From an optimization exercise on the open Yosys and OpenROAD flow, aimed at small area, a short achievable clock period and few clock cycles per item; shortcuts taken in it are not production practice. Only simulation tests tie the RTL to the original design; equivalence was not proved. No activity file was given, so power comes from the tool's default toggle rates.

$ cat design/flow/config.mk
export PLATFORM = sky130hd
export DESIGN_NAME = bch_dec
export DESIGN_NICKNAME = bch_dec
export VERILOG_FILES = /design/flow/design.v
export SDC_FILE = /design/flow/constraint.sdc
export NUM_CORES = 4
export LEC_CHECK = 0
export CAP_MARGIN = 20
export CORE_MARGIN = 2
export CORE_UTILIZATION = 55
export SLEW_MARGIN = 20
$ cat design/flow/constraint.sdc
create_clock -name core_clock -period 10.0 [get_ports {clk}]
set_input_delay 2.0000 -clock core_clock [delete_from_list [all_inputs] [get_ports {clk}]]
set_output_delay 2.0000 -clock core_clock [all_outputs]
set_load 0.01 [all_outputs]
$ cat design/flow/design.v
module bch_dec (
    input  wire        clk,
    input  wire        rst,
    input  wire        in_valid,
    output wire        in_ready,
    input  wire [63:0] in_data,
    output reg         out_valid,
    output wire        out_fail,       
    output wire [1:0]  out_nerr,       
    output wire [10:0] out_pos0,       
    output wire [10:0] out_pos1,
    output wire [10:0] out_pos2
);
    function [10:0] gf_mul(input [10:0] a, input [10:0] b);
        integer i;
        begin
            gf_mul = 11'd0;
            for (i = 10; i >= 0; i = i - 1) begin
                gf_mul = {gf_mul[9:0], 1'b0} ^ (gf_mul[10] ? 11'h005 : 11'h000);
                if (b[i]) gf_mul = gf_mul ^ a;
            end
        end
    endfunction
    function tr(input [10:0] x);    
        tr = x[0] ^ x[9];
    endfunction
    function [10:0] f_sq1(input [10:0] x);
        begin
            f_sq1[0] = x[0] ^ x[10];
            f_sq1[1] = x[6];
            f_sq1[2] = x[1] ^ x[10];
            f_sq1[3] = x[6] ^ x[7];
            f_sq1[4] = x[2];
            f_sq1[5] = x[7] ^ x[8];
            f_sq1[6] = x[3];
            f_sq1[7] = x[8] ^ x[9];
            f_sq1[8] = x[4];
            f_sq1[9] = x[9] ^ x[10];
            f_sq1[10] = x[5];
        end
    endfunction
    function [10:0] f_sq2(input [10:0] x);
        begin
            f_sq2[0] = x[0] ^ x[5] ^ x[10];
            f_sq2[1] = x[3];
            f_sq2[2] = x[5] ^ x[6];
            f_sq2[3] = x[3] ^ x[8] ^ x[9];
            f_sq2[4] = x[1] ^ x[10];
            f_sq2[5] = x[4] ^ x[8] ^ x[9];
            f_sq2[6] = x[6] ^ x[7];
            f_sq2[7] = x[4] ^ x[9] ^ x[10];
            f_sq2[8] = x[2];
            f_sq2[9] = x[5] ^ x[9] ^ x[10];
            f_sq2[10] = x[7] ^ x[8];
        end
    endfunction
    function [10:0] f_sq3(input [10:0] x);
        begin
            f_sq3[0] = x[0] ^ x[5] ^ x[7] ^ x[8] ^ x[10];
            f_sq3[1] = x[6] ^ x[7];
            f_sq3[2] = x[3] ^ x[7] ^ x[8];
            f_sq3[3] = x[4] ^ x[6] ^ x[7] ^ x[9] ^ x[10];
            f_sq3[4] = x[5] ^ x[6];
            f_sq3[5] = x[2] ^ x[4] ^ x[9] ^ x[10];
            f_sq3[6] = x[3] ^ x[8] ^ x[9];
            f_sq3[7] = x[2] ^ x[5] ^ x[9] ^ x[10];
            f_sq3[8] = x[1] ^ x[10];
            f_sq3[9] = x[5] ^ x[7] ^ x[8] ^ x[9] ^ x[10];
            f_sq3[10] = x[4] ^ x[8] ^ x[9];
        end
    endfunction
    function [10:0] f_sq5(input [10:0] x);
        begin
            f_sq5[0] = x[0] ^ x[2] ^ x[5] ^ x[7];
            f_sq5[1] = x[4] ^ x[6] ^ x[7] ^ x[9] ^ x[10];
            f_sq5[2] = x[2] ^ x[3] ^ x[4] ^ x[8] ^ x[10];
            f_sq5[3] = x[1] ^ x[4] ^ x[5] ^ x[6] ^ x[8] ^ x[10];
            f_sq5[4] = x[4] ^ x[6] ^ x[7] ^ x[8] ^ x[9];
            f_sq5[5] = x[1] ^ x[6] ^ x[7] ^ x[8] ^ x[9];
            f_sq5[6] = x[2] ^ x[3] ^ x[5] ^ x[8] ^ x[10];
            f_sq5[7] = x[4] ^ x[6] ^ x[7] ^ x[10];
            f_sq5[8] = x[3] ^ x[7] ^ x[8];
            f_sq5[9] = x[2] ^ x[5] ^ x[7] ^ x[9];
            f_sq5[10] = x[1] ^ x[2] ^ x[5] ^ x[9];
        end
    endfunction
    function [10:0] f_sq6(input [10:0] x);
        begin
            f_sq6[0] = x[0] ^ x[1] ^ x[7] ^ x[9];
            f_sq6[1] = x[2] ^ x[3] ^ x[5] ^ x[8] ^ x[10];
            f_sq6[2] = x[1] ^ x[2] ^ x[4] ^ x[5] ^ x[6] ^ x[7] ^ x[10];
            f_sq6[3] = x[2] ^ x[3] ^ x[4] ^ x[5] ^ x[6] ^ x[7] ^ x[8];
            f_sq6[4] = x[2] ^ x[3] ^ x[4] ^ x[8] ^ x[10];
            f_sq6[5] = x[3] ^ x[4] ^ x[6] ^ x[8] ^ x[10];
            f_sq6[6] = x[1] ^ x[4] ^ x[5] ^ x[6] ^ x[8] ^ x[10];
            f_sq6[7] = x[2] ^ x[3] ^ x[5] ^ x[8] ^ x[9];
            f_sq6[8] = x[4] ^ x[6] ^ x[7] ^ x[8] ^ x[9];
            f_sq6[9] = x[1] ^ x[7];
            f_sq6[10] = x[1] ^ x[6] ^ x[7] ^ x[8] ^ x[9];
        end
    endfunction
    function [10:0] f_sq9(input [10:0] x);
        begin
            f_sq9[0] = x[0] ^ x[2] ^ x[5] ^ x[6] ^ x[7] ^ x[10];
            f_sq9[1] = x[1] ^ x[2] ^ x[3] ^ x[4] ^ x[6] ^ x[9] ^ x[10];
            f_sq9[2] = x[8];
            f_sq9[3] = x[1];
            f_sq9[4] = x[1] ^ x[3] ^ x[5];
            f_sq9[5] = x[1] ^ x[3] ^ x[5] ^ x[7] ^ x[9];
            f_sq9[6] = x[1] ^ x[2] ^ x[3] ^ x[5] ^ x[7] ^ x[9];
            f_sq9[7] = x[1] ^ x[2] ^ x[3] ^ x[5] ^ x[6] ^ x[7] ^ x[9];
            f_sq9[8] = x[1] ^ x[2] ^ x[3] ^ x[5] ^ x[6] ^ x[7] ^ x[9] ^ x[10];
            f_sq9[9] = x[2] ^ x[5] ^ x[6] ^ x[7] ^ x[9] ^ x[10];
            f_sq9[10] = x[1] ^ x[2] ^ x[3] ^ x[6] ^ x[9] ^ x[10];
        end
    endfunction
    function [10:0] f_sqrt(input [10:0] x);
        begin
            f_sqrt[0] = x[0] ^ x[1] ^ x[3] ^ x[5] ^ x[7] ^ x[9];
            f_sqrt[1] = x[1] ^ x[2] ^ x[3] ^ x[5] ^ x[7] ^ x[9];
            f_sqrt[2] = x[4];
            f_sqrt[3] = x[6];
            f_sqrt[4] = x[8];
            f_sqrt[5] = x[10];
            f_sqrt[6] = x[1];
            f_sqrt[7] = x[1] ^ x[3];
            f_sqrt[8] = x[1] ^ x[3] ^ x[5];
            f_sqrt[9] = x[1] ^ x[3] ^ x[5] ^ x[7];
            f_sqrt[10] = x[1] ^ x[3] ^ x[5] ^ x[7] ^ x[9];
        end
    endfunction
    function [10:0] f_ht(input [10:0] x);
        begin
            f_ht[0] = x[5] ^ x[7] ^ x[9] ^ x[10];
            f_ht[1] = x[2] ^ x[3] ^ x[4] ^ x[5] ^ x[6] ^ x[8] ^ x[10];
            f_ht[2] = x[3] ^ x[4] ^ x[5] ^ x[6] ^ x[8] ^ x[9] ^ x[10];
            f_ht[3] = x[1] ^ x[2] ^ x[3] ^ x[4] ^ x[5] ^ x[8] ^ x[10];
            f_ht[4] = x[3] ^ x[5] ^ x[6] ^ x[8] ^ x[9] ^ x[10];
            f_ht[5] = x[9] ^ x[10];
            f_ht[6] = x[1] ^ x[2] ^ x[3] ^ x[4] ^ x[5] ^ x[6] ^ x[8] ^ x[10];
            f_ht[7] = x[3] ^ x[6];
            f_ht[8] = x[3] ^ x[5] ^ x[6] ^ x[9] ^ x[10];
            f_ht[9] = x[5] ^ x[7] ^ x[9] ^ x[10];
            f_ht[10] = x[9];
        end
    endfunction
    function [10:0] f_htsq(input [10:0] x);
        begin
            f_htsq[0] = x[5] ^ x[7] ^ x[10];
            f_htsq[1] = x[1] ^ x[2] ^ x[3] ^ x[4] ^ x[5] ^ x[6] ^ x[8] ^ x[10];
            f_htsq[2] = x[2] ^ x[3] ^ x[4] ^ x[5] ^ x[6] ^ x[8] ^ x[9] ^ x[10];
            f_htsq[3] = x[1] ^ x[2] ^ x[4] ^ x[5] ^ x[8] ^ x[10];
            f_htsq[4] = x[3] ^ x[4] ^ x[5] ^ x[6] ^ x[8] ^ x[9] ^ x[10];
            f_htsq[5] = x[5] ^ x[9] ^ x[10];
            f_htsq[6] = x[1] ^ x[2] ^ x[3] ^ x[4] ^ x[5] ^ x[8] ^ x[10];
            f_htsq[7] = x[3] ^ x[6] ^ x[7];
            f_htsq[8] = x[3] ^ x[5] ^ x[6] ^ x[8] ^ x[9] ^ x[10];
            f_htsq[9] = x[5] ^ x[7] ^ x[10];
            f_htsq[10] = x[9] ^ x[10];
        end
    endfunction
    function [4:0] f_t23(input [10:0] x);
        reg [22:0] m;
        begin
            m[0] = (x == 11'd1);
            m[1] = (x == 11'd167);
            m[2] = (x == 11'd174);
            m[3] = (x == 11'd281);
            m[4] = (x == 11'd319);
            m[5] = (x == 11'd322);
            m[6] = (x == 11'd378);
            m[7] = (x == 11'd418);
            m[8] = (x == 11'd481);
            m[9] = (x == 11'd552);
            m[10] = (x == 11'd637);
            m[11] = (x == 11'd1085);
            m[12] = (x == 11'd1148);
            m[13] = (x == 11'd1155);
            m[14] = (x == 11'd1164);
            m[15] = (x == 11'd1518);
            m[16] = (x == 11'd1525);
            m[17] = (x == 11'd1728);
            m[18] = (x == 11'd1747);
            m[19] = (x == 11'd1876);
            m[20] = (x == 11'd1887);
            m[21] = (x == 11'd1942);
            m[22] = (x == 11'd2011);
            f_t23[0] = m[2] | m[4] | m[6] | m[7] | m[8] | m[10] | m[11] | m[14] | m[15] | m[16] | m[22];
            f_t23[1] = m[5] | m[10] | m[12] | m[13] | m[14] | m[15] | m[16] | m[18] | m[19] | m[21] | m[22];
            f_t23[2] = m[2] | m[3] | m[4] | m[5] | m[7] | m[9] | m[10] | m[18] | m[20] | m[21] | m[22];
            f_t23[3] = m[3] | m[4] | m[5] | m[10] | m[11] | m[12] | m[15] | m[17];
            f_t23[4] = m[1] | m[6] | m[7] | m[14] | m[18] | m[19] | m[20];
        end
    endfunction
    function [11:0] f_t89(input [10:1] x);
        reg [88:0] m;
        begin
            m[0] = (x == 10'd0);
            m[1] = (x == 10'd16);
            m[2] = (x == 10'd17);
            m[3] = (x == 10'd56);
            m[4] = (x == 10'd59);
            m[5] = (x == 10'd78);
            m[6] = (x == 10'd81);
            m[7] = (x == 10'd89);
            m[8] = (x == 10'd96);
            m[9] = (x == 10'd103);
            m[10] = (x == 10'd110);
            m[11] = (x == 10'd116);
            m[12] = (x == 10'd125);
            m[13] = (x == 10'd144);
            m[14] = (x == 10'd166);
            m[15] = (x == 10'd185);
            m[16] = (x == 10'd188);
            m[17] = (x == 10'd195);
            m[18] = (x == 10'd199);
            m[19] = (x == 10'd207);
            m[20] = (x == 10'd212);
            m[21] = (x == 10'd233);
            m[22] = (x == 10'd238);
            m[23] = (x == 10'd243);
            m[24] = (x == 10'd252);
            m[25] = (x == 10'd258);
            m[26] = (x == 10'd266);
            m[27] = (x == 10'd304);
            m[28] = (x == 10'd307);
            m[29] = (x == 10'd321);
            m[30] = (x == 10'd328);
            m[31] = (x == 10'd342);
            m[32] = (x == 10'd368);
            m[33] = (x == 10'd388);
            m[34] = (x == 10'd411);
            m[35] = (x == 10'd412);
            m[36] = (x == 10'd441);
            m[37] = (x == 10'd456);
            m[38] = (x == 10'd468);
            m[39] = (x == 10'd504);
            m[40] = (x == 10'd506);
            m[41] = (x == 10'd512);
            m[42] = (x == 10'd514);
            m[43] = (x == 10'd534);
            m[44] = (x == 10'd535);
            m[45] = (x == 10'd561);
            m[46] = (x == 10'd568);
            m[47] = (x == 10'd587);
            m[48] = (x == 10'd592);
            m[49] = (x == 10'd596);
            m[50] = (x == 10'd612);
            m[51] = (x == 10'd618);
            m[52] = (x == 10'd623);
            m[53] = (x == 10'd645);
            m[54] = (x == 10'd654);
            m[55] = (x == 10'd655);
            m[56] = (x == 10'd662);
            m[57] = (x == 10'd666);
            m[58] = (x == 10'd691);
            m[59] = (x == 10'd727);
            m[60] = (x == 10'd731);
            m[61] = (x == 10'd737);
            m[62] = (x == 10'd755);
            m[63] = (x == 10'd756);
            m[64] = (x == 10'd757);
            m[65] = (x == 10'd773);
            m[66] = (x == 10'd790);
            m[67] = (x == 10'd804);
            m[68] = (x == 10'd808);
            m[69] = (x == 10'd810);
            m[70] = (x == 10'd822);
            m[71] = (x == 10'd837);
            m[72] = (x == 10'd841);
            m[73] = (x == 10'd847);
            m[74] = (x == 10'd849);
            m[75] = (x == 10'd861);
            m[76] = (x == 10'd865);
            m[77] = (x == 10'd867);
            m[78] = (x == 10'd876);
            m[79] = (x == 10'd890);
            m[80] = (x == 10'd892);
            m[81] = (x == 10'd897);
            m[82] = (x == 10'd903);
            m[83] = (x == 10'd905);
            m[84] = (x == 10'd919);
            m[85] = (x == 10'd922);
            m[86] = (x == 10'd944);
            m[87] = (x == 10'd972);
            m[88] = (x == 10'd986);
            f_t89[0] = m[1] | m[3] | m[5] | m[7] | m[8] | m[9] | m[10] | m[11] | m[13] | m[14] | m[18] | m[21] | m[22] | m[25] | m[26] | m[28] | m[29] | m[30] | m[31] | m[32] | m[33] | m[34] | m[38] | m[41] | m[43] | m[46] | m[49] | m[52] | m[56] | m[57] | m[62] | m[64] | m[68] | m[69] | m[71] | m[73] | m[74] | m[77] | m[80] | m[81] | m[82] | m[84] | m[86] | m[87];
            f_t89[1] = m[2] | m[4] | m[5] | m[8] | m[9] | m[12] | m[13] | m[15] | m[16] | m[17] | m[19] | m[22] | m[24] | m[26] | m[27] | m[28] | m[29] | m[32] | m[33] | m[34] | m[36] | m[37] | m[43] | m[44] | m[45] | m[48] | m[52] | m[53] | m[57] | m[64] | m[67] | m[68] | m[70] | m[71] | m[72] | m[76] | m[77] | m[79] | m[81] | m[84] | m[85] | m[86] | m[87] | m[88];
            f_t89[2] = m[1] | m[2] | m[4] | m[6] | m[7] | m[8] | m[11] | m[13] | m[14] | m[16] | m[18] | m[20] | m[21] | m[26] | m[27] | m[28] | m[29] | m[31] | m[34] | m[36] | m[37] | m[42] | m[43] | m[44] | m[46] | m[48] | m[54] | m[55] | m[58] | m[59] | m[60] | m[61] | m[65] | m[66] | m[69] | m[73] | m[74] | m[76] | m[77] | m[81] | m[85] | m[86] | m[87] | m[88];
            f_t89[3] = m[2] | m[3] | m[5] | m[6] | m[8] | m[9] | m[11] | m[12] | m[17] | m[18] | m[19] | m[21] | m[22] | m[24] | m[25] | m[26] | m[29] | m[30] | m[32] | m[37] | m[38] | m[39] | m[40] | m[42] | m[43] | m[44] | m[45] | m[46] | m[48] | m[50] | m[51] | m[52] | m[54] | m[55] | m[62] | m[66] | m[74] | m[75] | m[78] | m[85] | m[87];
            f_t89[4] = m[1] | m[2] | m[4] | m[5] | m[7] | m[16] | m[17] | m[21] | m[22] | m[23] | m[26] | m[28] | m[30] | m[34] | m[36] | m[37] | m[38] | m[39] | m[40] | m[41] | m[42] | m[43] | m[45] | m[51] | m[53] | m[56] | m[58] | m[61] | m[63] | m[64] | m[65] | m[66] | m[67] | m[71] | m[72] | m[73] | m[74] | m[80] | m[81] | m[83] | m[84];
            f_t89[5] = m[3] | m[7] | m[16] | m[17] | m[18] | m[20] | m[22] | m[24] | m[28] | m[30] | m[33] | m[37] | m[42] | m[43] | m[47] | m[49] | m[51] | m[52] | m[55] | m[65] | m[67] | m[69] | m[71] | m[74] | m[75] | m[76] | m[79] | m[80] | m[83] | m[85] | m[86] | m[87];
            f_t89[6] = m[1] | m[6] | m[19] | m[25] | m[27] | m[29] | m[31] | m[32] | m[35] | m[36] | m[39] | m[41] | m[44] | m[46] | m[50] | m[53] | m[60] | m[61] | m[63] | m[68] | m[70] | m[77] | m[81] | m[82] | m[84];
            f_t89[7] = m[2] | m[3] | m[6] | m[7] | m[10] | m[11] | m[13] | m[15] | m[16] | m[17] | m[20] | m[21] | m[22] | m[24] | m[26] | m[27] | m[32] | m[33] | m[35] | m[38] | m[39] | m[40] | m[41] | m[42] | m[46] | m[48] | m[52] | m[53] | m[54] | m[58] | m[64] | m[65] | m[69] | m[70] | m[72] | m[77] | m[78] | m[81] | m[82] | m[83] | m[84] | m[87] | m[88];
            f_t89[8] = m[1] | m[5] | m[8] | m[10] | m[11] | m[14] | m[15] | m[17] | m[19] | m[20] | m[22] | m[23] | m[25] | m[27] | m[33] | m[36] | m[37] | m[38] | m[40] | m[41] | m[42] | m[43] | m[45] | m[48] | m[50] | m[53] | m[54] | m[56] | m[57] | m[59] | m[61] | m[66] | m[67] | m[69] | m[71] | m[74] | m[75] | m[76] | m[77] | m[80] | m[83] | m[84] | m[86] | m[87];
            f_t89[9] = m[2] | m[5] | m[6] | m[7] | m[9] | m[10] | m[12] | m[13] | m[14] | m[15] | m[16] | m[19] | m[21] | m[25] | m[26] | m[27] | m[28] | m[29] | m[30] | m[32] | m[38] | m[40] | m[44] | m[45] | m[46] | m[47] | m[49] | m[50] | m[51] | m[57] | m[59] | m[62] | m[63] | m[65] | m[66] | m[67] | m[71] | m[77] | m[78] | m[79] | m[80] | m[83] | m[87] | m[88];
            f_t89[10] = m[1] | m[2] | m[4] | m[5] | m[6] | m[7] | m[10] | m[11] | m[12] | m[13] | m[18] | m[20] | m[22] | m[23] | m[24] | m[25] | m[27] | m[29] | m[37] | m[39] | m[40] | m[49] | m[51] | m[53] | m[59] | m[60] | m[64] | m[67] | m[82] | m[86] | m[87];
            f_t89[11] = m[3] | m[8] | m[17] | m[21] | m[28] | m[32] | m[33] | m[35] | m[41] | m[44] | m[45] | m[47] | m[50] | m[54] | m[55] | m[57] | m[61] | m[62] | m[65] | m[68] | m[72] | m[73] | m[74] | m[76] | m[80] | m[81] | m[88];
        end
    endfunction
    reg  [4:0]  widx;                  
    reg         in_rdy;
    reg  [63:0] in_r;                  
    reg         take_r, last_r;
    reg  [10:0] acc1, acc3, acc5;
    reg         b_busy;
    reg  [4:0]  b_cnt;                 
    wire [16:0] b_st = 17'd1 << b_cnt;
    assign in_ready = in_rdy;
    wire take = in_valid && in_rdy;
    wire [96:0] syn_in = {acc5, acc3, acc1, in_r};
    wire [32:0] syn_out;
    wire syn_x97 = syn_in[55] ^ syn_in[56];
    wire syn_x98 = syn_in[52] ^ syn_in[60];
    wire syn_x99 = syn_in[47] ^ syn_in[51];
    wire syn_x100 = syn_in[28] ^ syn_in[39];
    wire syn_x101 = syn_in[27] ^ syn_in[38];
    wire syn_x102 = syn_in[13] ^ syn_in[61];
    wire syn_x103 = syn_in[43] ^ syn_in[45];
    wire syn_x104 = syn_in[57] ^ syn_in[58];
    wire syn_x105 = syn_in[26] ^ syn_in[44];
    wire syn_x106 = syn_in[23] ^ syn_in[59];
    wire syn_x107 = syn_in[29] ^ syn_in[40];
    wire syn_x108 = syn_in[15] ^ syn_in[33];
    wire syn_x109 = syn_in[46] ^ syn_in[50];
    wire syn_x110 = syn_in[37] ^ syn_in[53];
    wire syn_x111 = syn_in[31] ^ syn_in[54];
    wire syn_x112 = syn_in[16] ^ syn_in[34];
    wire syn_x113 = syn_in[30] ^ syn_in[41];
    wire syn_x114 = syn_in[36] ^ syn_in[42];
    wire syn_x115 = syn_in[25] ^ syn_in[48];
    wire syn_x116 = syn_in[17] ^ syn_in[35];
    wire syn_x117 = syn_in[95] ^ syn_in[96];
    wire syn_x118 = syn_in[22] ^ syn_x97;
    wire syn_x119 = syn_in[14] ^ syn_in[62];
    wire syn_x120 = syn_in[20] ^ syn_in[24];
    wire syn_x121 = syn_in[63] ^ syn_x101;
    wire syn_x122 = syn_x98 ^ syn_x100;
    wire syn_x123 = syn_in[93] ^ syn_in[94];
    wire syn_x124 = syn_x99 ^ syn_x106;
    wire syn_x125 = syn_in[65] ^ syn_in[74];
    wire syn_x126 = syn_in[91] ^ syn_x117;
    wire syn_x127 = syn_in[32] ^ syn_x115;
    wire syn_x128 = syn_x102 ^ syn_x104;
    wire syn_x129 = syn_in[49] ^ syn_x103;
    wire syn_x130 = syn_in[19] ^ syn_in[63];
    wire syn_x131 = syn_in[59] ^ syn_x108;
    wire syn_x132 = syn_in[12] ^ syn_in[56];
    wire syn_x133 = syn_in[87] ^ syn_in[92];
    wire syn_x134 = syn_in[21] ^ syn_in[34];
    wire syn_x135 = syn_in[69] ^ syn_in[73];
    wire syn_x136 = syn_in[11] ^ syn_in[33];
    wire syn_x137 = syn_in[76] ^ syn_x109;
    wire syn_x138 = syn_in[68] ^ syn_in[72];
    wire syn_x139 = syn_in[66] ^ syn_in[70];
    wire syn_x140 = syn_in[18] ^ syn_in[62];
    wire syn_x141 = syn_in[27] ^ syn_x112;
    wire syn_x142 = syn_in[52] ^ syn_x105;
    wire syn_x143 = syn_in[10] ^ syn_x111;
    wire syn_x144 = syn_in[12] ^ syn_in[90];
    wire syn_x145 = syn_in[25] ^ syn_x99;
    wire syn_x146 = syn_in[89] ^ syn_x123;
    wire syn_x147 = syn_in[79] ^ syn_in[82];
    wire syn_x148 = syn_x107 ^ syn_x126;
    wire syn_x149 = syn_in[6] ^ syn_x119;
    wire syn_x150 = syn_in[80] ^ syn_in[83];
    wire syn_x151 = syn_in[61] ^ syn_x110;
    wire syn_x152 = syn_in[67] ^ syn_in[71];
    wire syn_x153 = syn_in[48] ^ syn_x113;
    wire syn_x154 = syn_in[4] ^ syn_in[60];
    wire syn_x155 = syn_in[51] ^ syn_x131;
    wire syn_x156 = syn_in[35] ^ syn_x147;
    wire syn_x157 = syn_in[21] ^ syn_in[31];
    wire syn_x158 = syn_in[38] ^ syn_x136;
    wire syn_x159 = syn_in[45] ^ syn_in[81];
    wire syn_x160 = syn_in[86] ^ syn_x133;
    wire syn_x161 = syn_in[5] ^ syn_x106;
    wire syn_x162 = syn_in[75] ^ syn_in[84];
    wire syn_x163 = syn_in[88] ^ syn_x105;
    wire syn_x164 = syn_in[3] ^ syn_x104;
    wire syn_x165 = syn_in[10] ^ syn_in[32];
    wire syn_x166 = syn_in[8] ^ syn_x97;
    wire syn_x167 = syn_in[7] ^ syn_x140;
    wire syn_x168 = syn_x132 ^ syn_x134;
    wire syn_x169 = syn_x125 ^ syn_x135;
    wire syn_x170 = syn_in[77] ^ syn_x150;
    wire syn_x171 = syn_in[8] ^ syn_x118;
    wire syn_x172 = syn_in[11] ^ syn_x121;
    wire syn_x173 = syn_in[49] ^ syn_x152;
    wire syn_x174 = syn_in[23] ^ syn_in[36];
    wire syn_x175 = syn_in[31] ^ syn_in[35];
    wire syn_x176 = syn_in[18] ^ syn_x122;
    wire syn_x177 = syn_in[15] ^ syn_x103;
    wire syn_x178 = syn_in[57] ^ syn_x120;
    wire syn_x179 = syn_in[44] ^ syn_in[47];
    wire syn_x180 = syn_in[7] ^ syn_in[26];
    wire syn_x181 = syn_in[24] ^ syn_x145;
    wire syn_x182 = syn_in[85] ^ syn_x129;
    wire syn_x183 = syn_in[36] ^ syn_x98;
    wire syn_x184 = syn_in[39] ^ syn_x139;
    wire syn_x185 = syn_in[50] ^ syn_x138;
    wire syn_x186 = syn_x109 ^ syn_x128;
    wire syn_x187 = syn_x116 ^ syn_x172;
    wire syn_x188 = syn_in[78] ^ syn_x137;
    wire syn_x189 = syn_x143 ^ syn_x180;
    wire syn_x190 = syn_in[37] ^ syn_x127;
    wire syn_x191 = syn_x114 ^ syn_x124;
    wire syn_x192 = syn_in[20] ^ syn_x113;
    wire syn_x193 = syn_in[9] ^ syn_in[40];
    wire syn_x194 = syn_in[58] ^ syn_x118;
    wire syn_x195 = syn_in[41] ^ syn_in[54];
    wire syn_x196 = syn_x111 ^ syn_x114;
    wire syn_x197 = syn_in[42] ^ syn_x157;
    wire syn_x198 = syn_in[47] ^ syn_x164;
    wire syn_x199 = syn_x108 ^ syn_x181;
    wire syn_x200 = syn_in[79] ^ syn_x132;
    wire syn_x201 = syn_x158 ^ syn_x194;
    wire syn_x202 = syn_in[73] ^ syn_x130;
    wire syn_x203 = syn_in[19] ^ syn_in[60];
    wire syn_x204 = syn_in[82] ^ syn_x107;
    wire syn_x205 = syn_in[7] ^ syn_x133;
    wire syn_x206 = syn_in[53] ^ syn_x141;
    wire syn_x207 = syn_in[25] ^ syn_x107;
    wire syn_x208 = syn_in[2] ^ syn_x178;
    wire syn_x209 = syn_x110 ^ syn_x182;
    wire syn_x210 = syn_in[55] ^ syn_x187;
    wire syn_x211 = syn_x101 ^ syn_x165;
    wire syn_x212 = syn_in[43] ^ syn_x207;
    wire syn_x213 = syn_x120 ^ syn_x177;
    wire syn_x214 = syn_in[59] ^ syn_x186;
    wire syn_x215 = syn_in[28] ^ syn_x102;
    wire syn_x216 = syn_in[51] ^ syn_x161;
    wire syn_x217 = syn_in[52] ^ syn_in[84];
    wire syn_x218 = syn_in[49] ^ syn_x131;
    wire syn_x219 = syn_in[50] ^ syn_in[91];
    wire syn_x220 = syn_x117 ^ syn_x163;
    wire syn_x221 = syn_x153 ^ syn_x197;
    wire syn_x222 = syn_x173 ^ syn_x175;
    wire syn_x223 = syn_x146 ^ syn_x220;
    wire syn_x224 = syn_in[32] ^ syn_in[94];
    wire syn_x225 = syn_in[55] ^ syn_x195;
    wire syn_x226 = syn_in[9] ^ syn_in[30];
    wire syn_x227 = syn_x193 ^ syn_x196;
    wire syn_x228 = syn_in[44] ^ syn_x156;
    wire syn_x229 = syn_in[86] ^ syn_x148;
    wire syn_x230 = syn_in[22] ^ syn_x162;
    wire syn_x231 = syn_x206 ^ syn_x214;
    wire syn_x232 = syn_in[70] ^ syn_x112;
    wire syn_x233 = syn_in[11] ^ syn_in[29];
    wire syn_x234 = syn_in[71] ^ syn_x116;
    wire syn_x235 = syn_in[0] ^ syn_x201;
    wire syn_x236 = syn_x136 ^ syn_x166;
    wire syn_x237 = syn_x123 ^ syn_x160;
    wire syn_x238 = syn_x151 ^ syn_x234;
    wire syn_x239 = syn_in[42] ^ syn_in[64];
    wire syn_x240 = syn_x102 ^ syn_x190;
    wire syn_x241 = syn_in[13] ^ syn_x104;
    wire syn_x242 = syn_x168 ^ syn_x184;
    wire syn_x243 = syn_in[49] ^ syn_x159;
    wire syn_x244 = syn_x149 ^ syn_x226;
    wire syn_x245 = syn_in[43] ^ syn_in[46];
    wire syn_x246 = syn_in[77] ^ syn_x105;
    wire syn_x247 = syn_x115 ^ syn_x204;
    wire syn_x248 = syn_in[45] ^ syn_x122;
    wire syn_x249 = syn_in[16] ^ syn_x215;
    wire syn_x250 = syn_in[88] ^ syn_x141;
    wire syn_x251 = syn_in[53] ^ syn_x121;
    wire syn_x252 = syn_in[30] ^ syn_x223;
    wire syn_x253 = syn_in[1] ^ syn_x103;
    wire syn_x254 = syn_x176 ^ syn_x200;
    wire syn_x255 = syn_x125 ^ syn_x242;
    wire syn_x256 = syn_in[14] ^ syn_x171;
    wire syn_x257 = syn_in[14] ^ syn_x185;
    wire syn_x258 = syn_in[17] ^ syn_x233;
    wire syn_x259 = syn_x119 ^ syn_x191;
    wire syn_x260 = syn_x112 ^ syn_x144;
    wire syn_x261 = syn_in[19] ^ syn_x110;
    wire syn_x262 = syn_x183 ^ syn_x232;
    wire syn_x263 = syn_x192 ^ syn_x218;
    wire syn_x264 = syn_x155 ^ syn_x241;
    assign syn_out[0] = syn_in[20] ^ syn_in[66] ^ syn_x107 ^ syn_x169 ^ syn_x179 ^ syn_x235 ^ syn_x239;
    assign syn_out[1] = syn_in[57] ^ syn_in[67] ^ syn_x106 ^ syn_x153 ^ syn_x253 ^ syn_x255;
    assign syn_out[2] = syn_in[13] ^ syn_in[29] ^ syn_in[46] ^ syn_in[47] ^ syn_in[60] ^ syn_in[64] ^ syn_in[68] ^ syn_x97 ^ syn_x158 ^ syn_x169 ^ syn_x208 ^ syn_x222;
    assign syn_out[3] = syn_in[30] ^ syn_in[36] ^ syn_in[61] ^ syn_in[69] ^ syn_x127 ^ syn_x198 ^ syn_x255 ^ syn_x257;
    assign syn_out[4] = syn_in[4] ^ syn_in[22] ^ syn_in[26] ^ syn_in[37] ^ syn_in[40] ^ syn_in[48] ^ syn_in[62] ^ syn_x135 ^ syn_x139 ^ syn_x222 ^ syn_x264;
    assign syn_out[5] = syn_in[32] ^ syn_in[41] ^ syn_in[58] ^ syn_in[74] ^ syn_x121 ^ syn_x161 ^ syn_x173 ^ syn_x257 ^ syn_x262;
    assign syn_out[6] = syn_in[6] ^ syn_in[24] ^ syn_in[60] ^ syn_x100 ^ syn_x135 ^ syn_x155 ^ syn_x185 ^ syn_x238 ^ syn_x239;
    assign syn_out[7] = syn_in[38] ^ syn_in[51] ^ syn_in[54] ^ syn_in[61] ^ syn_in[72] ^ syn_x167 ^ syn_x169 ^ syn_x212 ^ syn_x262;
    assign syn_out[8] = syn_in[8] ^ syn_in[55] ^ syn_in[62] ^ syn_in[74] ^ syn_x113 ^ syn_x142 ^ syn_x184 ^ syn_x202 ^ syn_x238;
    assign syn_out[9] = syn_in[20] ^ syn_in[45] ^ syn_in[56] ^ syn_in[64] ^ syn_in[72] ^ syn_in[74] ^ syn_x140 ^ syn_x152 ^ syn_x227 ^ syn_x251;
    assign syn_out[10] = syn_in[21] ^ syn_in[37] ^ syn_in[57] ^ syn_in[64] ^ syn_in[65] ^ syn_x100 ^ syn_x138 ^ syn_x165 ^ syn_x202 ^ syn_x225 ^ syn_x245;
    assign syn_out[11] = syn_in[48] ^ syn_in[54] ^ syn_in[83] ^ syn_in[85] ^ syn_x100 ^ syn_x109 ^ syn_x142 ^ syn_x156 ^ syn_x159 ^ syn_x235 ^ syn_x259;
    assign syn_out[12] = syn_in[4] ^ syn_in[15] ^ syn_in[52] ^ syn_x100 ^ syn_x130 ^ syn_x150 ^ syn_x189 ^ syn_x230 ^ syn_x231 ^ syn_x247;
    assign syn_out[13] = syn_in[39] ^ syn_in[53] ^ syn_in[76] ^ syn_x127 ^ syn_x129 ^ syn_x130 ^ syn_x191 ^ syn_x192 ^ syn_x217 ^ syn_x228 ^ syn_x236;
    assign syn_out[14] = syn_in[1] ^ syn_in[12] ^ syn_in[19] ^ syn_in[37] ^ syn_in[50] ^ syn_in[75] ^ syn_x154 ^ syn_x170 ^ syn_x174 ^ syn_x181 ^ syn_x182 ^ syn_x189 ^ syn_x194 ^ syn_x249;
    assign syn_out[15] = syn_in[5] ^ syn_in[16] ^ syn_in[81] ^ syn_x124 ^ syn_x188 ^ syn_x203 ^ syn_x210 ^ syn_x212 ^ syn_x230;
    assign syn_out[16] = syn_in[33] ^ syn_in[48] ^ syn_in[75] ^ syn_x98 ^ syn_x137 ^ syn_x147 ^ syn_x168 ^ syn_x178 ^ syn_x209 ^ syn_x227 ^ syn_x246;
    assign syn_out[17] = syn_x101 ^ syn_x119 ^ syn_x142 ^ syn_x166 ^ syn_x170 ^ syn_x188 ^ syn_x208 ^ syn_x216 ^ syn_x240 ^ syn_x258;
    assign syn_out[18] = syn_in[6] ^ syn_in[17] ^ syn_in[61] ^ syn_in[78] ^ syn_in[81] ^ syn_x99 ^ syn_x120 ^ syn_x153 ^ syn_x162 ^ syn_x174 ^ syn_x246 ^ syn_x254;
    assign syn_out[19] = syn_in[22] ^ syn_in[80] ^ syn_x128 ^ syn_x134 ^ syn_x145 ^ syn_x188 ^ syn_x209 ^ syn_x211 ^ syn_x225 ^ syn_x228;
    assign syn_out[20] = syn_in[21] ^ syn_in[26] ^ syn_x164 ^ syn_x170 ^ syn_x199 ^ syn_x243 ^ syn_x244 ^ syn_x251 ^ syn_x254;
    assign syn_out[21] = syn_in[24] ^ syn_in[27] ^ syn_in[57] ^ syn_in[78] ^ syn_in[80] ^ syn_x102 ^ syn_x167 ^ syn_x197 ^ syn_x217 ^ syn_x243 ^ syn_x247 ^ syn_x261;
    assign syn_out[22] = syn_in[0] ^ syn_in[90] ^ syn_x148 ^ syn_x154 ^ syn_x221 ^ syn_x224 ^ syn_x231 ^ syn_x236;
    assign syn_out[23] = syn_in[56] ^ syn_in[92] ^ syn_x98 ^ syn_x116 ^ syn_x124 ^ syn_x128 ^ syn_x213 ^ syn_x229 ^ syn_x244 ^ syn_x261;
    assign syn_out[24] = syn_in[21] ^ syn_in[28] ^ syn_in[95] ^ syn_x118 ^ syn_x129 ^ syn_x144 ^ syn_x154 ^ syn_x167 ^ syn_x187 ^ syn_x195 ^ syn_x219 ^ syn_x237 ^ syn_x264;
    assign syn_out[25] = syn_in[5] ^ syn_x99 ^ syn_x148 ^ syn_x149 ^ syn_x163 ^ syn_x183 ^ syn_x211 ^ syn_x237 ^ syn_x245 ^ syn_x249 ^ syn_x263;
    assign syn_out[26] = syn_in[3] ^ syn_in[39] ^ syn_in[43] ^ syn_x116 ^ syn_x134 ^ syn_x196 ^ syn_x199 ^ syn_x205 ^ syn_x252 ^ syn_x256;
    assign syn_out[27] = syn_in[22] ^ syn_in[24] ^ syn_in[46] ^ syn_x101 ^ syn_x143 ^ syn_x151 ^ syn_x203 ^ syn_x252 ^ syn_x253 ^ syn_x259 ^ syn_x260;
    assign syn_out[28] = syn_in[89] ^ syn_x97 ^ syn_x144 ^ syn_x189 ^ syn_x198 ^ syn_x224 ^ syn_x229 ^ syn_x248 ^ syn_x263;
    assign syn_out[29] = syn_in[29] ^ syn_in[44] ^ syn_x114 ^ syn_x126 ^ syn_x130 ^ syn_x160 ^ syn_x176 ^ syn_x186 ^ syn_x216 ^ syn_x256 ^ syn_x260;
    assign syn_out[30] = syn_in[63] ^ syn_in[93] ^ syn_in[96] ^ syn_x108 ^ syn_x149 ^ syn_x151 ^ syn_x179 ^ syn_x205 ^ syn_x219 ^ syn_x221 ^ syn_x248 ^ syn_x250 ^ syn_x258;
    assign syn_out[31] = syn_in[4] ^ syn_in[18] ^ syn_in[57] ^ syn_in[92] ^ syn_x142 ^ syn_x146 ^ syn_x171 ^ syn_x174 ^ syn_x175 ^ syn_x177 ^ syn_x190 ^ syn_x193 ^ syn_x250;
    assign syn_out[32] = syn_in[2] ^ syn_in[23] ^ syn_in[46] ^ syn_in[62] ^ syn_in[90] ^ syn_in[95] ^ syn_x111 ^ syn_x122 ^ syn_x146 ^ syn_x179 ^ syn_x210 ^ syn_x213 ^ syn_x240;
    wire       b_load = take_r && last_r;
    wire       b_pass;                 
    wire [4:0] widx_n = take ? ((widx == 5'd19) ? 5'd0 : widx + 5'd1) : widx;
    wire       b_busy_n = b_load || (b_busy && !b_pass);
    always @(posedge clk) begin
        in_r   <= in_data & {{16{1'b1}}, {48{widx != 5'd19}}};
        last_r <= (widx == 5'd19);
        if (rst) begin
            take_r <= 1'b0;
            widx   <= 5'd0;
            in_rdy <= 1'b1;
            acc1   <= 11'd0;
            acc3   <= 11'd0;
            acc5   <= 11'd0;
        end else begin
            widx   <= widx_n;
            take_r <= take;
            in_rdy <= (widx_n != 5'd19) || !b_busy_n;
            if (take_r) begin
                acc1 <= last_r ? 11'd0 : syn_out[10:0];
                acc3 <= last_r ? 11'd0 : syn_out[21:11];
                acc5 <= last_r ? 11'd0 : syn_out[32:22];
            end
        end
    end
    reg [10:0] b_s1, b_s3, b_s5, b_r1, b_d, b_x, b_a;
    wire [10:0] b_t = b_s3;            
    reg        b_allz, b_case2, b_dz, b_trk;
    wire       c_busy;
    wire [4:0] d_cnt;
    assign     b_pass = b_busy && b_st[16] && !c_busy && (d_cnt >= 5'd6);
    wire [4:0]  b_cn = b_load ? 5'd0 : b_st[16] ? b_cnt : b_cnt + 5'd1;
    wire [16:0] b_nx = 17'd1 << b_cn;
    wire b_c2 = b_case2, b_c3 = !b_case2;
    reg [7:0] b_sa;                    
    reg [8:0] b_sb;                    
    always @(posedge clk) begin
        b_sa <= {b_nx[12] | (b_nx[13] & b_c3) | b_nx[14],
                 b_nx[7] | b_nx[10] | (b_nx[11] & b_c3) | b_nx[15],
                 b_nx[8], b_nx[6], b_nx[4] | (b_nx[11] & b_c2),
                 b_nx[2], b_nx[1], b_nx[0] | b_nx[3] | (b_nx[13] & b_c2)};
        b_sb <= {b_nx[14], b_nx[12], b_nx[10], b_nx[8] | b_nx[11] | (b_nx[13] & b_c3),
                 b_nx[7], b_nx[6] | (b_nx[13] & b_c2), b_nx[3] | b_nx[4] | b_nx[15],
                 b_nx[2], b_nx[0] | b_nx[1]};
    end
    wire [10:0] b_ma =
        ({11{b_sa[0]}} & b_s1) |
        ({11{b_sa[1]}} & b_r1) |
        ({11{b_sa[2]}} & b_s3) |
        ({11{b_sa[3]}} & b_d) |
        ({11{b_sa[4]}} & f_sq1(b_x)) |
        ({11{b_sa[5]}} & b_x) |
        ({11{b_sa[6]}} & b_a) |
        ({11{b_sa[7]}} & b_t);
    wire [10:0] b_mb =
        ({11{b_sb[0]}} & f_sq1(b_s1)) |
        ({11{b_sb[1]}} & b_d) |
        ({11{b_sb[2]}} & b_s5) |
        ({11{b_sb[3]}} & b_x) |
        ({11{b_sb[4]}} & f_sq2(b_a)) |
        ({11{b_sb[5]}} & f_sq1(b_a)) |
        ({11{b_sb[6]}} & b_t) |
        ({11{b_sb[7]}} & f_sq2(b_d)) |
        ({11{b_sb[8]}} & f_sq2(b_s5));
    wire [10:0] b_m = gf_mul(b_ma, b_mb);
    always @(posedge clk) begin
        if (rst) begin
            b_busy <= 1'b0;
        end else if (b_load) begin
            b_busy <= 1'b1;
        end else if (b_pass) begin
            b_busy <= 1'b0;
        end
        if (rst) begin
            b_cnt <= 5'd16;
        end else begin
            b_cnt <= b_cn;
        end
        if (b_load) begin
            b_s1 <= syn_out[10:0];
            b_s3 <= syn_out[21:11];
            b_s5 <= syn_out[32:22];
        end
        if (b_st[0])  begin b_r1 <= b_m; b_allz <= (b_s1 == 11'd0) && (b_s3 == 11'd0) && (b_s5 == 11'd0); end
        if (b_st[1])  begin b_s5 <= b_m ^ b_s5; b_d <= b_r1 ^ b_s3; end
        if (b_st[2] | b_st[11] | (b_st[13] & b_c3)) b_s3 <= b_m;
        if (b_st[9])  b_s3 <= f_sq5(b_a);
        if (b_st[3] | b_st[14]) b_x <= b_m;
        if (b_st[3])  b_dz <= (b_d == 11'd0);
        if (b_st[4])  b_case2 <= (b_x == b_t);
        if (b_st[4] | b_st[6] | b_st[7] | b_st[8] | b_st[10]) b_a <= b_m;
        if (b_st[5])  b_x <= b_case2 ? b_r1 : b_a;
        if (b_st[12] & b_c3) b_r1 <= b_m;
        if (b_st[12] & b_c2) b_x  <= f_ht(b_t);
        if (b_st[12]) b_trk <= tr(b_t);
        if (b_st[13]) b_r1 <= b_dz ? b_s1 : b_c2 ? b_m : b_r1;
        if (b_st[15]) b_d <= b_m;
    end
    reg        c_bsy;
    reg [3:0]  c_cnt;                  
    wire [12:0] c_st = 13'd1 << c_cnt;
    reg [10:0] c_s1, c_c, c_ic, c_sp, c_za, c_zb;
    reg [1:0]  c_n;
    reg        c_fail, c_ok;
    wire       d_busy;
    assign     c_busy = c_bsy;
    wire       c_pass = c_bsy && c_st[12] && !d_busy;
    wire       c_k3 = (c_n == 2'd3);
    wire       b_k3 = !b_allz && !b_dz && !b_case2;
    wire [3:0]  c_cn = b_pass ? 4'd0 : c_st[12] ? c_cnt : c_cnt + 4'd1;
    wire [12:0] c_nx = 13'd1 << c_cn;
    reg c_up, c_dn;                    
    reg [2:0] c_sa;
    reg [3:0] c_sb;
    always @(posedge clk) begin
        c_up <= c_nx[0] | c_nx[1] | c_nx[4];
        c_dn <= c_nx[2] | c_nx[3] | c_nx[5] | c_nx[6];
        c_sa <= {c_nx[10] | c_nx[11], c_nx[7],
                 c_nx[0] | c_nx[1] | c_nx[2] | c_nx[3] | c_nx[4] | c_nx[5] | c_nx[6] | c_nx[9]};
        c_sb <= {c_nx[10], c_nx[9], c_nx[7],
                 c_nx[0] | c_nx[1] | c_nx[2] | c_nx[3] | c_nx[4] | c_nx[5] | c_nx[6] | c_nx[11]};
    end
    wire [10:0] c_ma =
        ({11{c_sa[0]}} & c_za) |
        ({11{c_sa[1]}} & c_ic) |
        ({11{c_sa[2]}} & c_sp);
    wire [10:0] c_mb =
        ({11{c_sb[0]}} & c_zb) |
        ({11{c_sb[1]}} & (f_sq1(c_za) ^ 11'd1)) |
        ({11{c_sb[2]}} & c_c) |
        ({11{c_sb[3]}} & c_za);
    wire [10:0] c_m = gf_mul(c_ma, c_mb);
    always @(posedge clk) begin
        if (rst) begin
            c_bsy <= 1'b0;
        end else if (b_pass) begin
            c_bsy <= 1'b1;
        end else if (c_pass) begin
            c_bsy <= 1'b0;
        end
        if (rst) begin
            c_cnt <= 4'd12;
        end else begin
            c_cnt <= c_cn;
        end
        if (b_pass) begin
            c_s1   <= b_s1;
            c_n    <= b_allz ? 2'd0 : b_dz ? 2'd1 : b_case2 ? 2'd2 : 2'd3;
            c_fail <= !b_allz && (b_dz ? !(b_s5 == 11'd0 && b_s1 != 11'd0) :
                                  b_case2 ? b_trk : (b_s5 == 11'd0 || !tr(b_x)));
            c_c  <= b_r1;
            c_ic <= b_k3 ? b_x : b_r1 ^ b_s1;
            c_za <= b_r1;
            c_zb <= f_sq1(b_r1);
            c_sp <= b_d;
        end
        if (c_up) begin c_za <= c_m ^ c_c; c_zb <= f_sq1(c_zb); end
        if (c_dn) begin c_za <= f_sq1(c_za); c_zb <= c_m ^ c_c; end
        if (c_st[7]) begin c_zb <= c_m; c_ok <= (c_zb == f_sq2(c_za)); end
        if (c_st[8] & c_k3)  c_c  <= f_htsq(c_zb);
        if (c_st[9])  c_zb <= c_m;
        if (c_st[10] & c_k3) c_c  <= c_m ^ c_s1;
        if (c_st[11] & c_k3) begin c_ic <= c_m ^ c_s1; c_s1 <= c_m ^ c_c; end
    end
    reg        d_bsy;
    reg [4:0]  d_cn_r;                 
    assign     d_cnt = d_cn_r;
    wire [15:0] d_st = 16'd1 << d_cnt;
    reg [10:0] d_x64, d_e5, d_e69;
    wire [10:0] d_e534 = d_e5;         
    reg [1:0]  d_n;
    reg        d_fail;
    reg [4:0]  d_a, d_b15;
    reg [6:0]  d_b;
    reg [11:0] d_kk;
    reg [10:0] d_q0, d_q1, d_q2;
    assign     d_busy = d_bsy;
    wire [4:0]  d_cn = c_pass ? 5'd0 : (d_cnt == 5'd16) ? d_cnt : d_cnt + 5'd1;
    wire [15:0] d_nx = 16'd1 << d_cn;
    reg d_g0, d_g1, d_g2, d_p1, d_p2;  
    wire d_p0 = d_g0 | d_g1 | d_g2;
    always @(posedge clk) begin
        d_g0 <= d_nx[0];
        d_g1 <= d_nx[3];
        d_g2 <= d_nx[6];
        d_p1 <= d_nx[1] | d_nx[4] | d_nx[7];
        d_p2 <= d_nx[2] | d_nx[5] | d_nx[8];
    end
    wire [10:0] d_x  = ({11{d_g0}} & c_c) | ({11{d_g1}} & c_ic) | ({11{d_g2}} & c_s1);
    wire [10:0] d_ma = ({11{d_p0}} & d_x) | ({11{d_p1 | d_p2}} & d_e5);
    wire [10:0] d_mb = ({11{d_p0}} & f_sq2(d_x)) | ({11{d_p1}} & d_x64) |
                       ({11{d_p2}} & f_sq9(d_e69));
    wire [10:0] d_m = gf_mul(d_ma, d_mb);
    wire d_tab = d_st[3] | d_st[6] | d_st[9];
    wire d_key_st = d_st[5] | d_st[8] | d_st[11];
    wire [5:0]  d_kd  = {1'b0, d_a} - {1'b0, d_b15};
    wire [4:0]  d_kn  = d_kd[5] ? d_kd[4:0] + 5'd23 : d_kd[4:0];
    wire [11:0] d_pos = d_kk - {5'd0, d_b};
    wire        d_ok  = !d_pos[11] && (d_pos[10:0] <= 11'd1231);
    wire        d_use = d_st[5] ? (d_n != 2'd0) : d_st[8] ? d_n[1] : (d_n == 2'd3);
    wire [10:0] d_key = (d_use && d_ok) ? d_pos[10:0] : 11'h7ff;
    wire        d_sw01 = d_q1 < d_q0;
    wire        d_sw12 = d_q2 < d_q1;
    always @(posedge clk) begin
        if (rst) begin
            d_bsy     <= 1'b0;
            out_valid <= 1'b0;
        end else begin
            if (c_pass) d_bsy <= 1'b1;
            else if (d_st[15]) d_bsy <= 1'b0;
            out_valid <= d_bsy && d_st[15];
        end
        if (rst) begin
            d_cn_r <= 5'd16;
        end else begin
            d_cn_r <= d_cn;
        end
        if (c_pass) begin
            d_n    <= c_n;
            d_fail <= c_fail || (c_k3 && !c_ok);
        end else if (d_key_st && d_use && !d_ok) begin
            d_fail <= 1'b1;
        end
        if (d_p0) begin d_e5 <= d_m; d_x64 <= f_sq6(d_x); end
        if (d_p1) d_e69 <= d_m;
        if (d_p2) d_e5 <= d_m;
        if (d_tab) {d_b15, d_b} <= f_t89(d_e69[10:1]);
        d_a  <= f_t23(d_e534);
        d_kk <= 12'd1279 - {7'd0, d_kn} * 12'd89;
        if (d_key_st) begin d_q2 <= d_key; d_q1 <= d_q2; d_q0 <= d_q1; end
        if ((d_st[12] | d_st[14]) && d_sw01) begin d_q0 <= d_q1; d_q1 <= d_q0; end
        if (d_st[13] && d_sw12) begin d_q1 <= d_q2; d_q2 <= d_q1; end
        if (d_st[15]) begin
            if (d_fail || d_n == 2'd0) d_q0 <= 11'd0;
            if (d_fail || !d_n[1])     d_q1 <= 11'd0;
            if (d_fail || d_n != 2'd3) d_q2 <= 11'd0;
            if (d_fail)                d_n  <= 2'd0;
        end
    end
    assign out_fail = d_fail;
    assign out_nerr = d_n;
    assign out_pos0 = d_q0;
    assign out_pos1 = d_q1;
    assign out_pos2 = d_q2;
endmodule
$ cat design/flow/run.sh
#!/bin/bash
# synth_recipe.tcl (not shown) runs the flow's synth.tcl, then flattens the netlist and writes it again
# the make line also repeats each setting of config.mk as NAME=value (left out here)
make -C /OpenROAD-flow-scripts/flow DESIGN_CONFIG=/design/flow/config.mk WORK_HOME=/design/flow/orfs CLKGATE_MAP_FILE= SYNTH_SCRIPT=/design/flow/synth_recipe.tcl finish
==> impl_metrics.py <==
metrics = {
    "critical_path": {
        "worstSetupStartpointType": "flop",
        "reg2reg_depth": 12,
        "end_kind": "flop",
        "r2r_end": "b_s5[1]",
        "regToRegSetupSlack_ps": 5370,
        "worstPathRequired_ps": 10340,
        "path_delay_family": "XOR/XNOR gates",
        "crit_end": "b_s5[1]",
        "critPathBufInv": 1,
        "arrival_ps": 4970,
        "crit_chain": "inv_1 > ha_1 > a222oi_1 > o211ai_1 > a211oi_2 > nor2_1 > xnor2_2 > xnor2_2 > xnor2_2 > xnor2_1 > xnor2_1 > o21ai_0",
        "timing.rr.start": "b_s1[6]",
        "worstSetupStartpoint": "b_s1[6]",
        "critical-path-max-stage-delay_ps": 1000,
        "crit_top_cell": "xnor2_2",
        "cp.depth": 12,
        "crit_path_max_fanout": 11,
        "cp_slowest_cell": "xnor2_1",
        "path_class": "flop to flop",
    },
    "die": {
        "die_width_um": 250,
        "die_y_um": 250,
        "dieArea_sq_um": 62700,
        "pin_count": 105,
        "core_sq_um": 60200,
        "fp-row-count": 90,
        "start_util": 0.554,
    },
    "drt": {
        "dr_wl_met2_mm": 56.2,
        "ant_nets": 0,
        "drt-total-wl_mm": 121,
        "vias": 29600,
        "drc": 0,
        "wl_met3_mm": 10.8,
        "post_drt_wl_per_cell_um": 26.0,
        "drt_iter0_drc": 3706,
        "avgViaCountPerCell": 6.37,
        "top_layer": "met4",
        "drt_first_pass_iters": 12,
        "drt-met1-wl_mm": 45.8,
    },
    "yosys": {
        "yosysSeqAreaShare": 0.299,
        "netlist_instances": 3908,
        "yosys_warnings": 1,
        "synth.avg_cell_area_sq_um": 8.55,
        "synthFlopType": "dfxtp_1",
        "synth_edf_count": 197,
        "syn_nets": 4066,
        "yosys_register_bits": 401,
        "async_reset_ff_frac": 0,
        "ys_types": 83,
        "syn_area_sq_um": 33400,
    },
    "final_layout": {
        "regMostFlops": "in_r",
        "post-route-util": 0.601,
        "area_growth_pct": 8.33,
        "reg_top3": "in_r x64, d_kk x12",
        "antenna_cells": 0,
        "fin_cells": 4649,
        "final_cell_mix": "xnor2_1, nor2_1, xor2_1",
        "final_cell_area_sq_um": 36200,
        "drive_gt1_frac": 0.0533,
        "largest_reg_flops": 64,
        "n_fill_cell": 5239,
        "seqCellArea_sq_um": 10000,
        "nets": 3989,
        "multi_input_area_sq_um": 21800,
        "layout_commonest_cell": "xnor2_1",
    },
    "pwr": {
        "power.density_nw_per_um2": 200,
        "p_sw_frac": 0.389,
        "ir_worst_vdd_v": 0.000285,
        "internal_power_mw": 4.41,
        "power_frac_comb": 0.464,
        "clockPowerShare": 0.237,
        "power_switching_mw": 2.82,
        "power_frac_seq": 0.299,
        "p_leak_nw": 12.8,
    },
    "clock_tree": {
        "cts_tree": "yes",
        "clk_pin_slew_worst_paths_ps": 70,
        "h-tree-depth": 2,
        "root_buffer": "clkbuf_16",
        "post-cts-setup-buffers": 0,
        "cts_made_buffers": 45,
        "post_cts_resize_count": 0,
        "hold_buffers": 0,
        "clk-insertion-delay-late_ps": 630,
        "clockBufferDepth": 3,
        "clkSinkCount": 401,
    },
    "sta": {
        "relSlewSlack": 0.157,
        "hold_viol": 0,
        "fin_setup_tns_ps": 0,
        "worst_pin_slew_ps": 1260,
        "slew_violations": 0,
        "finalSetupViolCount": 0,
        "timing.fmax_mhz": 216,
        "period_minus_slack_ps": 4630,
        "fin_skew_ps": 40.0,
        "rsz0062_at_grt": "no",
        "final.period_utilization": 0.463,
    },
    "global_routing": {
        "antenna_found_initial": 0,
        "grt_overflow_total": 0,
        "grt_pass1_vias": 28900,
        "grt_start_max_net_pins": 58,
        "track_usage": 0.377,
        "grt_pass1_wl_mm": 181,
    },
    "placement": {
        "dp_hpwl_mm": 91.7,
        "io_buffers": 104,
        "dp_cells": 4565,
        "place_area_sq_um": 34700,
        "place_congestion": 1.04,
    },
    "job": {
        "drv_cap": 0,
    },
    "status": {
        "status": "finished clean",
    },
    "hold_path": {
        "hold_class": "flop to flop",
    },
}
logic make-up after synthesis:
logic type      count (synthesis)  share of synthesized area
fa+ha+maj                      91                     0.0361
simple gates                 1262                      0.177
xor+xnor                     1096                      0.302
flops                         401                      0.299
mux                            37                     0.0113
buf+inv                       400                     0.0484
compound gates                621                      0.126
worst min-delay path: stages, from the launching register on:
cell and delay (ps):
dfxtp_1 340, nand2_1 60, a21oi_1 50
area by class of cell:
type,instances,share of cell area
tap,782,0.0270
clock inverter,29,0.00785
sequential,401,0.276
timing repair buffer,164,0.0413
inverter,112,0.0116
clock buffer,54,0.0332
multi-input combinational,3107,0.603
worst min-delay path by stage:
| stage | startpoint | end | slack [ps] | cells after the start |
|---|---|---|---|---|
| finish | c_bsy | c_bsy | 500 | 2 |
| global route | c_bsy | c_bsy | 510 | 2 |
| CTS | c_bsy | c_bsy | 500 | 2 |
| detailed placement | c_bsy | c_bsy | 490 | 2 |
| global placement | widx[1] | widx[1] | 480 | 2 |
| floorplan | b_d[10] | c_sp[10] | 420 | 0 |
cell usage after synthesis (20+ instances only):
cell / instances / area share
mux2i_1: 31 / 0.0093
a21oi_1: 134 / 0.020
nor3b_1: 23 / 0.0052
xnor2_1: 807 / 0.21
nor3_1: 93 / 0.014
a21o_1: 22 / 0.0049
a22oi_1: 71 / 0.016
dfxtp_1: 204 / 0.12
o22ai_1: 26 / 0.0049
nor4_1: 38 / 0.0071
edfxtp_1: 197 / 0.18
and3_1: 32 / 0.0060
clkbuf_1: 218 / 0.024
nand2_1: 206 / 0.023
nand4_1: 35 / 0.0066
nor2_1: 564 / 0.063
nor2b_1: 87 / 0.016
a211oi_1: 20 / 0.0045
inv_1: 111 / 0.012
a222oi_1: 45 / 0.013
ha_1: 82 / 0.031
o21ai_0: 133 / 0.020
nand3_1: 63 / 0.0094
xnor2_2: 21 / 0.010
xor2_1: 243 / 0.064
nand2b_1: 24 / 0.0045
buf_2: 52 / 0.0078
power by group through the flow:
stage / sequential (mW) / combinational [mW] / clock [mW]
global route: 2.17 / 3.59 / 1.77
finish: 2.16 / 3.35 / 1.71
global placement: 2.19 / 3.22 / 0
floorplan: 2.11 / 2.54 / 0
CTS: 2.15 / 3.32 / 1.73
detailed placement: 2.19 / 3.29 / 0
layer usage:
metal | vias to the layer above | global-route usage
met3 | 444 | 0.0599
met5 | - | 0
met2 | 1831 | 0.624
li1 | 13100 | -
met1 | 14200 | 0.464
met4 | 0 | 0.225
through the flow:
step	setup slack [ps]	hold slack (ps)	total power [mW]
2_1_floorplan	5870	421	4.64
3_3_place_gp	5500	476	5.41
3_5_place_dp	5350	486	5.48
4_1_cts	5340	500	7.21
5_1_grt	4920	511	7.53
6_report	5370	498	7.23
Testbench counts, summed over its fixed seeds: cycles 9,984, rows 480.

[separate check: timing with driven ports]
The flow's constraints put no driver on any port. The routed layout listed below was extracted and timed again, unchanged, in two steps.
Step 1: set_driving_cell puts a clkbuf_16 on clk and a buf_2 on each other input, an assumption about the parent block.
Step 2 moves the port delays by t, midway between the first and last clock arrival at a register: inputs arrive t later, outputs are due t later. That takes back most of the time a late clock gives input paths.
a / b / c = no drivers / after step 1 / after step 2; a / b = the first two.
shift t [ns]: 0.664
setup slack, ns: 5.373 / 5.373 / 5.373
worst hold slack (ns): 0.498 / 0.498 / 0.498
worst setup path after step 2: register to register
pins driven straight from the clock port: 1
After both steps this run still meets setup and hold. The setup slack of this run moves by 0.000 ns with the drivers and by 0.000 ns with both steps.
